This is an optimization exercise on Yosys and OpenROAD, whose aim is small area, a short achievable clock period and few clock cycles per item, not a production implementation.
RTL that was checked went through simulation tests only; none was proved equivalent to the original.

== run a ==
// chard_lane
module chard_lane (
    input  wire        clk,
    input  wire        rst,
    input  wire        cmd_valid,
    output wire        cmd_ready,
    input  wire        cmd_slot,       
    input  wire [63:0] cmd_seed,
    input  wire [63:0] cmd_index,      
    input  wire [15:0] cmd_epoch,      
    input  wire [9:0]  cmd_stream,     
    input  wire [15:0] cmd_op,         
    input  wire [63:0] cmd_pos,        
    input  wire [15:0] cmd_count,      
    output wire        out_valid,
    input  wire        out_ready,
    output wire [31:0] out_word,
    output wire [63:0] out_hash,       
    output wire        out_last,       
    output wire        out_wrap,       
    output wire        tbl_en,
    output wire [9:0]  tbl_addr_a,
    output wire [9:0]  tbl_addr_b,
    input  wire [31:0] tbl_data_a,
    input  wire [31:0] tbl_data_b
);
    localparam RPS = 1;                
    localparam NS  = 8 / RPS;          
    localparam J5  = 5 / RPS;          
    localparam [31:0] K6 = 32'h9E37_79B9;
    localparam [31:0] K7 = 32'h7F4A_7C15;
    wire adv = out_ready | ~out_valid;
    reg         pending;               
    reg         ready_r;               
    reg         g_busy;
    reg         g_slot;
    reg         g_first;
    reg  [63:0] g_pos;
    reg  [15:0] g_left;
    assign cmd_ready = ready_r;
    reg         g_last;                
    reg         g_wrap;                
    wire        g_c48 = &g_pos[47:0];
    wire [63:0] g_next_pos = {g_pos[63:48] + {15'd0, g_c48 & ~g_slot},
                              g_pos[47:0] + 48'd1};
    wire take    = cmd_valid & ready_r;
    wire abort   = pending & ~cmd_valid;             
    wire vacc    = cmd_valid & ~pending & (~g_busy | (adv & g_last));
    wire        v  [0:NS+2];           
    wire        f  [0:NS+2];           
    wire        sp [0:NS+2];           
    wire        l  [0:NS+2];           
    wire        w  [0:NS+2];           
    assign v[0]  = g_busy;
    assign f[0]  = g_first;
    assign sp[0] = pending;
    assign l[0]  = g_last;
    assign w[0]  = g_wrap;
    wire keys_in = (J5 == 0) ? vacc : (adv & v[J5-1] & f[J5-1] & sp[J5-1]);
    always @(posedge clk) begin
        if (rst) begin
            pending <= 1'b0;
            ready_r <= 1'b0;
            g_busy  <= 1'b0;
        end else begin
  ...
==> flow/config.mk <==
export PLATFORM = sky130hd
export DESIGN_NAME = chard_lane
export DESIGN_NICKNAME = chard_lane
export VERILOG_FILES = /design/flow/design.v
export SDC_FILE = /design/flow/constraint.sdc
export NUM_CORES = 4
export LEC_CHECK = 0
export CAP_MARGIN = 30
export CORE_MARGIN = 2
export CORE_UTILIZATION = 40
export SETUP_SLACK_MARGIN = 2.3
export SLEW_MARGIN = 30
export TNS_END_PERCENT = 5
==> flow/constraint.sdc <==
create_clock -name core_clock -period 5.0 [get_ports {clk}]
set_input_delay 1.0000 -clock core_clock [delete_from_list [all_inputs] [get_ports {clk}]]
set_output_delay 1.0000 -clock core_clock [all_outputs]
set_load 0.01 [all_outputs]
standard.sh (not shown) runs the stock make flow with config.mk's settings and CLKGATE_MAP_FILE= SYNTH_SCRIPT=/design/flow/synth_recipe.tcl, a recipe that flattens the netlist after the stock synthesis.
==> flow/flow/run.sh <==
#!/bin/bash
# The standard layout (standard.sh), with two synthesis changes that touch
# only the combinational mapping (registers are mapped exactly as in the
# standard synthesis, before either step):
#  - abc maps with a delay target (flow/abc_speed.script) in place of the
#    stock speed script;
#  - no full/half-adder extraction (ADDER_MAP_FILE empty), so abc sees the
#    adders as plain logic.
# Everything else is ORFS's own scripts, unchanged.
set -euo pipefail
here=$(pwd)
rm -rf "$here/scripts"
cp -r "$FLOW_HOME/scripts" "$here/scripts"
cp "$here/flow/abc_speed.script" "$here/scripts/abc_speed.script"
export SCRIPTS_DIR="$here/scripts"
export ADDER_MAP_FILE=
export BUFFER_PORTS_ARGS="-buffer_cell sky130_fd_sc_hd__buf_1"
bash "$here/standard.sh" > "$here/standard.log" 2>&1
==> flow/flow/abc_speed.script <==
strash
dch -f
map -D 1400
buffer -c
topo
stime -c
upsize -c
dnsize -c
Testbench counts of run a, summed over its fixed seeds: cycles 24,293, items 23,934.
#### Input delta (run b over run a)
--- a/flow/design.v
+++ b/flow/design.v
@@ -31,23 +31,22 @@
     wire adv = out_ready | ~out_valid;
     reg         pending;               
     reg         ready_r;               
     reg         g_busy;
     reg         g_slot;
     reg         g_first;
     reg  [63:0] g_pos;
     reg  [15:0] g_left;
     assign cmd_ready = ready_r;
-    reg         g_last;                
-    reg         g_wrap;                
-    wire        g_c48 = &g_pos[47:0];
-    wire [63:0] g_next_pos = {g_pos[63:48] + {15'd0, g_c48 & ~g_slot},
-                              g_pos[47:0] + 48'd1};
+    wire g_last  = (g_left == 16'd1);
+    wire g_wrap  = g_slot & ~g_first & (g_pos[47:0] == 48'd0);
+    wire [63:0] g_next_pos = g_slot ? {g_pos[63:48], g_pos[47:0] + 48'd1}
+                                    : g_pos + 64'd1;
     wire take    = cmd_valid & ready_r;
     wire abort   = pending & ~cmd_valid;             
     wire vacc    = cmd_valid & ~pending & (~g_busy | (adv & g_last));
     wire        v  [0:NS+2];           
     wire        f  [0:NS+2];           
     wire        sp [0:NS+2];           
     wire        l  [0:NS+2];           
     wire        w  [0:NS+2];           
     assign v[0]  = g_busy;
@@ -80,20 +79,18 @@
         end
     end
     wire g_load = ~g_busy | g_last;
     always @(posedge clk) begin
         if (~g_busy | adv) begin
             g_slot  <= g_load ? cmd_slot : g_slot;
             g_first <= g_load;
             g_pos   <= g_load ? cmd_pos : g_next_pos;
             g_left  <= g_load ? cmd_count : g_left - 16'd1;
-            g_last  <= g_load ? (cmd_count == 16'd1) : (g_left == 16'd2);
-            g_wrap  <= g_load ? 1'b0 : (g_slot & g_c48);
         end
     end
     reg  [31:0] kb0, kb1, kb2, kb3;
     reg  [25:0] kb4;                   
     reg  [15:0] kb5;                   
     reg         kb5s;                  
     wire [31:0] k4 = {kb4[25:10], 6'd0, kb4[9:0]};
     wire [31:0] k5 = {6'd0, kb5s, ~kb5s, 8'h00, kb5};
     function kload;
### Flow results
Die area of run b is on par with run a. The worst path buffer plus inverter count number comes out higher for run b vs run a. Run b vs. run a: fmax shrank by about 1.4%; aggregate routed wire length now sits higher; flip-flop and latch count flat; largest net degree at the start of global routing went down by 40.
Testbench counts of run b, summed over its fixed seeds: cycles 24,293, items 23,934.


## lane 5
Another version of the RTL of chard_lane (not shown whole).
Size in the first run: ~970 flip-flops, roughly 440 I/O pins, about 55000 um2 of cells after synthesis.
==> module chard_lane, before the edit <==
module chard_lane (
    input  wire        clk,
    input  wire        rst,
    input  wire        cmd_valid,
    output wire        cmd_ready,
    input  wire        cmd_slot,       
    input  wire [63:0] cmd_seed,
    input  wire [63:0] cmd_index,      
    input  wire [15:0] cmd_epoch,      
    input  wire [9:0]  cmd_stream,     
    input  wire [15:0] cmd_op,         
    input  wire [63:0] cmd_pos,        
    input  wire [15:0] cmd_count,      
    output wire        out_valid,
    input  wire        out_ready,
    output wire [31:0] out_word,
    output wire [63:0] out_hash,       
    output wire        out_last,       
    output wire        out_wrap,       
    output wire        tbl_en,
    output wire [9:0]  tbl_addr_a,
    output wire [9:0]  tbl_addr_b,
    input  wire [31:0] tbl_data_a,
    input  wire [31:0] tbl_data_b
);
    localparam RPS = 1;                
    localparam NS  = 8 / RPS;          
    localparam J5  = 5 / RPS;          
    localparam [31:0] K6 = 32'h9E37_79B9;
    localparam [31:0] K7 = 32'h7F4A_7C15;
    wire adv = out_ready | ~out_valid;
    reg         pending;               
    reg         ready_r;               
    reg         g_busy;
    reg         g_slot;
    reg         g_first;
    reg  [63:0] g_pos;
    reg  [15:0] g_left;
    assign cmd_ready = ready_r;
    wire g_last  = (g_left == 16'd1);
    wire g_wrap  = g_slot & ~g_first & (g_pos[47:0] == 48'd0);
    wire [63:0] g_next_pos = g_slot ? {g_pos[63:48], g_pos[47:0] + 48'd1}
                                    : g_pos + 64'd1;
    wire take    = cmd_valid & ready_r;
    wire abort   = pending & ~cmd_valid;             
    wire vacc    = cmd_valid & ~pending & (~g_busy | (adv & g_last));
    wire        v  [0:NS+2];           
    wire        f  [0:NS+2];           
    wire        sp [0:NS+2];           
    wire        l  [0:NS+2];           
    wire        w  [0:NS+2];           
    assign v[0]  = g_busy;
    assign f[0]  = g_first;
    assign sp[0] = pending;
    assign l[0]  = g_last;
    assign w[0]  = g_wrap;
    wire keys_in = (J5 == 0) ? vacc : (adv & v[J5-1] & f[J5-1] & sp[J5-1]);
    always @(posedge clk) begin
        if (rst) begin
            pending <= 1'b0;
            ready_r <= 1'b0;
            g_busy  <= 1'b0;
        end else begin
            if (take | abort) begin
                pending <= 1'b0;
                ready_r <= 1'b0;
            end else begin
                if (vacc)
                    pending <= 1'b1;
                if (keys_in)
                    ready_r <= 1'b1;
            end
            if (abort)
                g_busy <= 1'b0;
            else if (vacc)
                g_busy <= 1'b1;
            else if (g_busy & adv & g_last)
                g_busy <= 1'b0;
        end
    end
    always @(posedge clk) begin
        if (vacc) begin
            g_slot  <= cmd_slot;
            g_first <= 1'b1;
            g_pos   <= cmd_pos;
            g_left  <= cmd_count;
        end else if (g_busy & adv) begin
            g_first <= 1'b0;
            g_pos   <= g_next_pos;
            g_left  <= g_left - 16'd1;
        end
    end
    reg  [31:0] kb0, kb1, kb2, kb3;
    reg  [25:0] kb4;                   
    reg  [15:0] kb5;                   
    reg         kb5s;                  
    wire [31:0] k4 = {kb4[25:10], 6'd0, kb4[9:0]};
    wire [31:0] k5 = {6'd0, kb5s, ~kb5s, 8'h00, kb5};
    function kload;
        input integer i;
        begin
            if (i / RPS == 0) kload = vacc;
            else kload = adv & v[i/RPS-1] & f[i/RPS-1] & sp[i/RPS-1];
        end
    endfunction
    always @(posedge clk) begin
        if (kload(0)) kb0 <= cmd_seed[31:0];
        if (kload(1)) kb1 <= cmd_seed[63:32];
        if (kload(2)) kb2 <= cmd_slot ? 32'd0 : cmd_index[31:0];
        if (kload(3)) kb3 <= cmd_slot ? 32'd0 : cmd_index[63:32];
        if (kload(4)) kb4 <= cmd_slot ? 26'd0 : {cmd_epoch, cmd_stream};
        if (kload(5)) begin
            kb5  <= cmd_slot ? 16'd0 : cmd_op;
            kb5s <= cmd_slot;
        end
    end
    function [31:0] key_of;
        input integer i;
        begin
            case (i)
                0: key_of = kb0;
                1: key_of = kb1;
                2: key_of = kb2;
                3: key_of = kb3;
                4: key_of = k4;
                5: key_of = k5;
                6: key_of = K6;
                default: key_of = K7;
            endcase
        end
    endfunction
    function [63:0] round;
        input [31:0] a, b, k;
        reg   [31:0] s;
        begin
            s     = {a[7:0], a[31:8]} + b;
            round = {s ^ k, s ^ ({b[28:0], b[31:29]} ^ k)};
        end
    endfunction
    wire [31:0] sa [0:NS];             
    wire [31:0] sb [0:NS];
    assign sa[0] = g_pos[63:32];
    assign sb[0] = g_pos[31:0];
    genvar gs, gr;
    generate
        for (gs = 1; gs <= NS; gs = gs + 1) begin : st
            reg  [31:0] ra, rb;
            reg         rv, rf, rsp, rl, rw;
            wire [63:0] h [0:RPS];
            assign h[0] = {sa[gs-1], sb[gs-1]};
            for (gr = 0; gr < RPS; gr = gr + 1) begin : rn
                assign h[gr+1] = round(h[gr][63:32], h[gr][31:0],
                                       key_of((gs - 1) * RPS + gr));
            end
            always @(posedge clk) begin
                if (rst)
                    rv <= 1'b0;
                else if (adv)          
                    rv <= v[gs-1] & ~(abort & sp[gs-1]);
                else if (abort & rsp)
                    rv <= 1'b0;
                if (take)
                    rsp <= 1'b0;
                else if (adv)
                    rsp <= sp[gs-1];
            end
            always @(posedge clk)
                if (adv) begin
                    ra <= h[RPS][63:32];
                    rb <= h[RPS][31:0];
                    rf <= f[gs-1];
                    rl <= l[gs-1];
                    rw <= w[gs-1];
                end
            assign sa[gs] = ra;
            assign sb[gs] = rb;
            assign v[gs]  = rv;
            assign f[gs]  = rf;
            assign sp[gs] = rsp;
            assign l[gs]  = rl;
            assign w[gs]  = rw;
        end
    endgenerate
    reg  [31:0] t_a, t_b;
    reg  [31:0] o_word;
    reg  [63:0] o_hash;
    reg         t_v, t_l, t_w, o_v, o_l, o_w;
    assign tbl_en     = adv & v[NS];
    assign tbl_addr_a = sb[NS][9:0];
    assign tbl_addr_b = sb[NS][19:10];
    wire [63:0] tb_dbl = {tbl_data_b, tbl_data_b} << t_b[24:20];
    always @(posedge clk) begin
        if (rst) begin
            t_v <= 1'b0;
            o_v <= 1'b0;
        end else if (adv) begin
            t_v <= v[NS];
            o_v <= t_v;
        end
    end
    always @(posedge clk)
        if (adv) begin
            t_a    <= sa[NS];
            t_b    <= sb[NS];
            t_l    <= l[NS];
            t_w    <= w[NS];
            o_word <= tbl_data_a ^ tb_dbl[63:32] ^ t_a;
            o_hash <= {t_a, t_b};
            o_l    <= t_l;
            o_w    <= t_w;
        end
    assign out_valid = o_v;
    assign out_word  = o_word;
    assign out_hash  = o_hash;
    assign out_last  = o_l;
    assign out_wrap  = o_w;
endmodule
clock: 5.0 ns
lec_check: 0
cap_margin: 30
core_margin: 2
core_utilization: 40
setup_slack_margin: 2.3
slew_margin: 30
Scripts as last shown in full above: flow/flow/run.sh, flow/flow/abc_speed.script
Testbench counts of lane 5, summed over its fixed seeds: cycles 24,293, items 23,934.
The inputs of lane 3 differ from those of lane 5 as listed below.
--- a/flow/design.v
+++ b/flow/design.v
@@ -127,15 +127,37 @@
                 6: key_of = K6;
                 default: key_of = K7;
             endcase
         end
     endfunction
+    function [31:0] add32;
+        input [31:0] x, y;
+        reg   [31:0] p, g, pp, gg;
+        integer i, d;
+        begin
+            p  = x ^ y;
+            g  = x & y;
+            pp = p;
+            gg = g;
+            for (d = 1; d < 32; d = d * 2)
+                for (i = 2 * d - 1; i < 32; i = i + 2 * d) begin
+                    gg[i] = gg[i] | (pp[i] & gg[i-d]);
+                    pp[i] = pp[i] & pp[i-d];
+                end
+            for (d = 8; d >= 1; d = d / 2)
+                for (i = 3 * d - 1; i < 32; i = i + 2 * d) begin
+                    gg[i] = gg[i] | (pp[i] & gg[i-d]);
+                    pp[i] = pp[i] & pp[i-d];
+                end
+            add32 = p ^ {gg[30:0], 1'b0};
+        end
+    endfunction
     function [63:0] round;
         input [31:0] a, b, k;
         reg   [31:0] s;
         begin
-            s     = {a[7:0], a[31:8]} + b;
+            s     = add32({a[7:0], a[31:8]}, b);
             round = {s ^ k, s ^ ({b[28:0], b[31:29]} ^ k)};
         end
     endfunction
     wire [31:0] sa [0:NS];             
     wire [31:0] sb [0:NS];
### Flow results
Each of the runs, namely lane 5 and lane 3, reached the end of the flow and came out clean. Max post-layout utilization of the core across lane 5 and lane 3: lane 3. Against lane 5, starting DRC count in detailed routing in lane 3 fell by a little under 10%. Compared with lane 5, in lane 3 final-layout clock-cell area share went down by 0.19 points; total standard cell area after synthesis lost about 4%; final design area excluding fillers now smaller; pin count of the biggest net entering global routing moved down.
For lane 3, only the layout was checked, not whether the RTL still works.


Setup of P:
The RTL this note starts from:
==> flow/design.v <==
module chard_lane (
    input  wire        clk,
    input  wire        rst,
    input  wire        cmd_valid,
    output wire        cmd_ready,
    input  wire        cmd_slot,       
    input  wire [63:0] cmd_seed,
    input  wire [63:0] cmd_index,      
    input  wire [15:0] cmd_epoch,      
    input  wire [9:0]  cmd_stream,     
    input  wire [15:0] cmd_op,         
    input  wire [63:0] cmd_pos,        
    input  wire [15:0] cmd_count,      
    output wire        out_valid,
    input  wire        out_ready,
    output wire [31:0] out_word,
    output wire [63:0] out_hash,       
    output wire        out_last,       
    output wire        out_wrap,       
    output wire        tbl_en,
    output wire [9:0]  tbl_addr_a,
    output wire [9:0]  tbl_addr_b,
    input  wire [31:0] tbl_data_a,
    input  wire [31:0] tbl_data_b
);
    localparam RPS = 1;                
    localparam NS  = 8 / RPS;          
    localparam J5  = 5 / RPS;          
    localparam [31:0] K6 = 32'h9E37_79B9;
    localparam [31:0] K7 = 32'h7F4A_7C15;
    wire adv = out_ready | ~out_valid;
    reg         pending;               
    reg         ready_r;               
    reg         g_busy;
    reg         g_slot;
    reg         g_first;
    reg  [63:0] g_pos;
    reg  [15:0] g_left;
    assign cmd_ready = ready_r;
    reg         g_last;                
    reg         g_wrap;                
    reg  [2:0]  g_ones;
    wire        g_c16 = g_ones[0];
    wire        g_c32 = g_ones[0] & g_ones[1];
    wire        g_c48 = g_ones[0] & g_ones[1] & g_ones[2];
    wire [63:0] g_next_pos = {g_pos[63:48] + {15'd0, g_c48 & ~g_slot},
                              g_pos[47:32] + {15'd0, g_c32},
                              g_pos[31:16] + {15'd0, g_c16},
                              g_pos[15:0] + 16'd1};
    wire [2:0]  g_next_ones = {g_c32 ? (g_pos[47:32] == 16'hFFFE) : g_ones[2],
                               g_c16 ? (g_pos[31:16] == 16'hFFFE) : g_ones[1],
                               g_pos[15:0] == 16'hFFFE};
    wire [2:0]  cmd_ones = {&cmd_pos[47:32], &cmd_pos[31:16], &cmd_pos[15:0]};
    wire take    = cmd_valid & ready_r;
    wire abort   = pending & ~cmd_valid;             
    wire vacc    = cmd_valid & ~pending & (~g_busy | (adv & g_last));
    wire        v  [0:NS+2];           
    wire        f  [0:NS+2];           
    wire        sp [0:NS+2];           
    wire        l  [0:NS+2];           
    wire        w  [0:NS+2];           
    assign v[0]  = g_busy;
    assign f[0]  = g_first;
    assign sp[0] = pending;
    assign l[0]  = g_last;
    assign w[0]  = g_wrap;
    wire keys_in = (J5 == 0) ? vacc : (adv & v[J5-1] & f[J5-1] & sp[J5-1]);
    always @(posedge clk) begin
        if (rst) begin
            pending <= 1'b0;
            ready_r <= 1'b0;
            g_busy  <= 1'b0;
        end else begin
            if (take | abort) begin
                pending <= 1'b0;
                ready_r <= 1'b0;
            end else begin
                if (vacc)
                    pending <= 1'b1;
                if (keys_in)
                    ready_r <= 1'b1;
            end
            if (abort)
                g_busy <= 1'b0;
            else if (vacc)
                g_busy <= 1'b1;
            else if (g_busy & adv & g_last)
                g_busy <= 1'b0;
        end
    end
    wire g_load = ~g_busy | g_last;
    always @(posedge clk) begin
        if (~g_busy | adv) begin
            g_slot  <= g_load ? cmd_slot : g_slot;
            g_first <= g_load;
            g_pos   <= g_load ? cmd_pos : g_next_pos;
            g_ones  <= g_load ? cmd_ones : g_next_ones;
            g_left  <= g_load ? cmd_count : g_left - 16'd1;
            g_last  <= g_load ? (cmd_count == 16'd1) : (g_left == 16'd2);
            g_wrap  <= g_load ? 1'b0 : (g_slot & g_c48);
        end
    end
    reg  [31:0] kb0, kb1, kb2, kb3;
    reg  [25:0] kb4;                   
    reg  [15:0] kb5;                   
    reg         kb5s;                  
    wire [31:0] k4 = {kb4[25:10], 6'd0, kb4[9:0]};
    wire [31:0] k5 = {6'd0, kb5s, ~kb5s, 8'h00, kb5};
    function kload;
        input integer i;
        begin
            if (i / RPS == 0) kload = ~g_busy | (adv & g_last);
            else kload = adv & v[i/RPS-1] & f[i/RPS-1] & sp[i/RPS-1];
        end
    endfunction
    always @(posedge clk) begin
        if (kload(0)) kb0 <= cmd_seed[31:0];
        if (kload(1)) kb1 <= cmd_seed[63:32];
        if (kload(2)) kb2 <= cmd_slot ? 32'd0 : cmd_index[31:0];
        if (kload(3)) kb3 <= cmd_slot ? 32'd0 : cmd_index[63:32];
        if (kload(4)) kb4 <= cmd_slot ? 26'd0 : {cmd_epoch, cmd_stream};
        if (kload(5)) begin
            kb5  <= cmd_slot ? 16'd0 : cmd_op;
            kb5s <= cmd_slot;
        end
    end
    function [31:0] key_of;
        input integer i;
        begin
            case (i)
                0: key_of = kb0;
                1: key_of = kb1;
                2: key_of = kb2;
                3: key_of = kb3;
                4: key_of = k4;
                5: key_of = k5;
                6: key_of = K6;
                default: key_of = K7;
            endcase
        end
    endfunction
    function [31:0] add32;
        input [31:0] x, y;
        reg   [31:0] p, g, pp, gg;
        integer i, d;
        begin
            p  = x ^ y;
            g  = x & y;
            pp = p;
            gg = g;
            for (d = 1; d < 32; d = d * 2)
                for (i = 2 * d - 1; i < 32; i = i + 2 * d) begin
                    gg[i] = gg[i] | (pp[i] & gg[i-d]);
                    pp[i] = pp[i] & pp[i-d];
                end
            for (d = 8; d >= 1; d = d / 2)
                for (i = 3 * d - 1; i < 32; i = i + 2 * d) begin
                    gg[i] = gg[i] | (pp[i] & gg[i-d]);
                    pp[i] = pp[i] & pp[i-d];
                end
            add32 = p ^ {gg[30:0], 1'b0};
        end
    endfunction
    function [63:0] round;
        input [31:0] a, b, k;
        reg   [31:0] s;
        begin
            s     = add32({a[7:0], a[31:8]}, b);
            round = {s ^ k, s ^ ({b[28:0], b[31:29]} ^ k)};
        end
    endfunction
    wire [31:0] sa [0:NS];             
    wire [31:0] sb [0:NS];
    assign sa[0] = g_pos[63:32];
    assign sb[0] = g_pos[31:0];
    genvar gs, gr;
    generate
        for (gs = 1; gs <= NS; gs = gs + 1) begin : st
            reg  [31:0] ra, rb;
            reg         rv, rf, rsp, rl, rw;
            wire [63:0] h [0:RPS];
            assign h[0] = {sa[gs-1], sb[gs-1]};
            for (gr = 0; gr < RPS; gr = gr + 1) begin : rn
                assign h[gr+1] = round(h[gr][63:32], h[gr][31:0],
                                       key_of((gs - 1) * RPS + gr));
            end
            always @(posedge clk) begin
                if (rst)
                    rv <= 1'b0;
                else if (adv)          
                    rv <= v[gs-1] & ~(abort & sp[gs-1]);
                else if (abort & rsp)
                    rv <= 1'b0;
                if (take)
                    rsp <= 1'b0;
                else if (adv)
                    rsp <= sp[gs-1];
            end
            always @(posedge clk)
                if (adv) begin
                    ra <= h[RPS][63:32];
                    rb <= h[RPS][31:0];
                    rf <= f[gs-1];
                    rl <= l[gs-1];
                    rw <= w[gs-1];
                end
            assign sa[gs] = ra;
            assign sb[gs] = rb;
            assign v[gs]  = rv;
            assign f[gs]  = rf;
            assign sp[gs] = (gs <= J5) ? rsp : 1'b0;
            assign l[gs]  = rl;
            assign w[gs]  = rw;
        end
    endgenerate
    reg  [31:0] t_a, t_b;
    reg  [31:0] o_word;
    reg  [63:0] o_hash;
    reg         t_v, t_l, t_w, o_v, o_l, o_w;
    assign tbl_en     = adv & v[NS];
    assign tbl_addr_a = sb[NS][9:0];
    assign tbl_addr_b = sb[NS][19:10];
    wire [63:0] tb_dbl = {tbl_data_b, tbl_data_b} << t_b[24:20];
    always @(posedge clk) begin
        if (rst) begin
            t_v <= 1'b0;
            o_v <= 1'b0;
        end else if (adv) begin
            t_v <= v[NS];
            o_v <= t_v;
        end
    end
    always @(posedge clk)
        if (adv) begin
            t_a    <= sa[NS];
            t_b    <= sb[NS];
            t_l    <= l[NS];
            t_w    <= w[NS];
            o_word <= tbl_data_a ^ tb_dbl[63:32] ^ t_a;
            o_hash <= {t_a, t_b};
            o_l    <= t_l;
            o_w    <= t_w;
        end
    assign out_valid = o_v;
    assign out_word  = o_word;
    assign out_hash  = o_hash;
    assign out_last  = o_l;
    assign out_wrap  = o_w;
endmodule
Settings: LEC_CHECK=0, CAP_MARGIN=30, CORE_MARGIN=2, CORE_UTILIZATION=50, CTS_CLUSTER_DIAMETER=80, CTS_CLUSTER_SIZE=20, SETUP_SLACK_MARGIN=2.35, SLEW_MARGIN=30, TNS_END_PERCENT=5; clock period 5.0 ns.
Scripts as last shown in full above: flow/flow/run.sh, flow/flow/abc_speed.script
Testbench counts of P, summed over its fixed seeds: cycles 24,293, items 23,934.
Setup changes, P to Q
--- a/flow/design.v
+++ b/flow/design.v
@@ -209,5 +209,5 @@
             assign v[gs]  = rv;
             assign f[gs]  = rf;
-            assign sp[gs] = (gs <= J5) ? rsp : 1'b0;
+            assign sp[gs] = rsp;
             assign l[gs]  = rl;
             assign w[gs]  = rw;
[summary]
Per the final summary, Q finished and its layout is clean on timing, DRC and antenna.
Endpoint arrival time on the critical path: Q vs P, no meaningful difference
The weighted congestion at the end of routability-driven global placement was comparable across Q and P.
Per the comparison of Q with P, fraction of the cycle the final worst path needs now smaller; die area now sits at about the same level; clock distribution area overhead in the final layout did not really move; critical path depth shows an increase of 2.
Q supports a higher top clock frequency than P.
[compare] base=P new=Q: synthesized cell count went up, first-pass GRT wire length went up, average wire per standard cell went up, met3 routing resource usage after global routing went down.
Q against P: number of ordinary and repair buffers in the finished layout saw an increase, area after synthesis was more or less identical.
Testbench counts of Q, summed over its fixed seeds: cycles 24,293, items 23,934.

-- static timing again, ports no longer ideal --
Ports are ideal in the flow. The routed layouts listed here were re-timed in OpenROAD.
Step 1 (the two cells are an assumption about what drives the block):
set clk [get_ports {clk}]
set_driving_cell -lib_cell sky130_fd_sc_hd__clkbuf_16 $clk
set_driving_cell -lib_cell sky130_fd_sc_hd__buf_2 [delete_from_list [all_inputs] $clk]
Step 2 moves the port delays by t, midway between the first and last clock arrival at a register: inputs arrive t later, outputs are due t later. That takes back most of the time a late clock gives input paths.
Three values: no drivers, after step 1, after step 2; two values: the first two.
run	shift t [ns]	slack for setup (ns)	worst setup path at the end	slew at the worst register clock pin (ns)
run a	0.787	2.241 / 2.232 / 1.736	input to register	0.07 / 0.07
run b	0.798	2.202 / 2.173 / 1.844	input to register	0.07 / 0.07
lane 5	0.803	2.308 / 2.280 / 1.604	input to register	0.07 / 0.07
lane 3	0.793	2.274 / 2.274 / 1.819	input to register	0.07 / 0.07
P	0.753	2.329 / 2.329 / 1.654	input to register	0.10 / 0.10
Q	0.762	2.340 / 2.320 / 1.639	input to register	0.10 / 0.10
After both steps every run listed still meets setup and hold. The setup slack of lane 5, which loses most, moves by -0.028 ns with the drivers and by -0.704 ns with both steps.
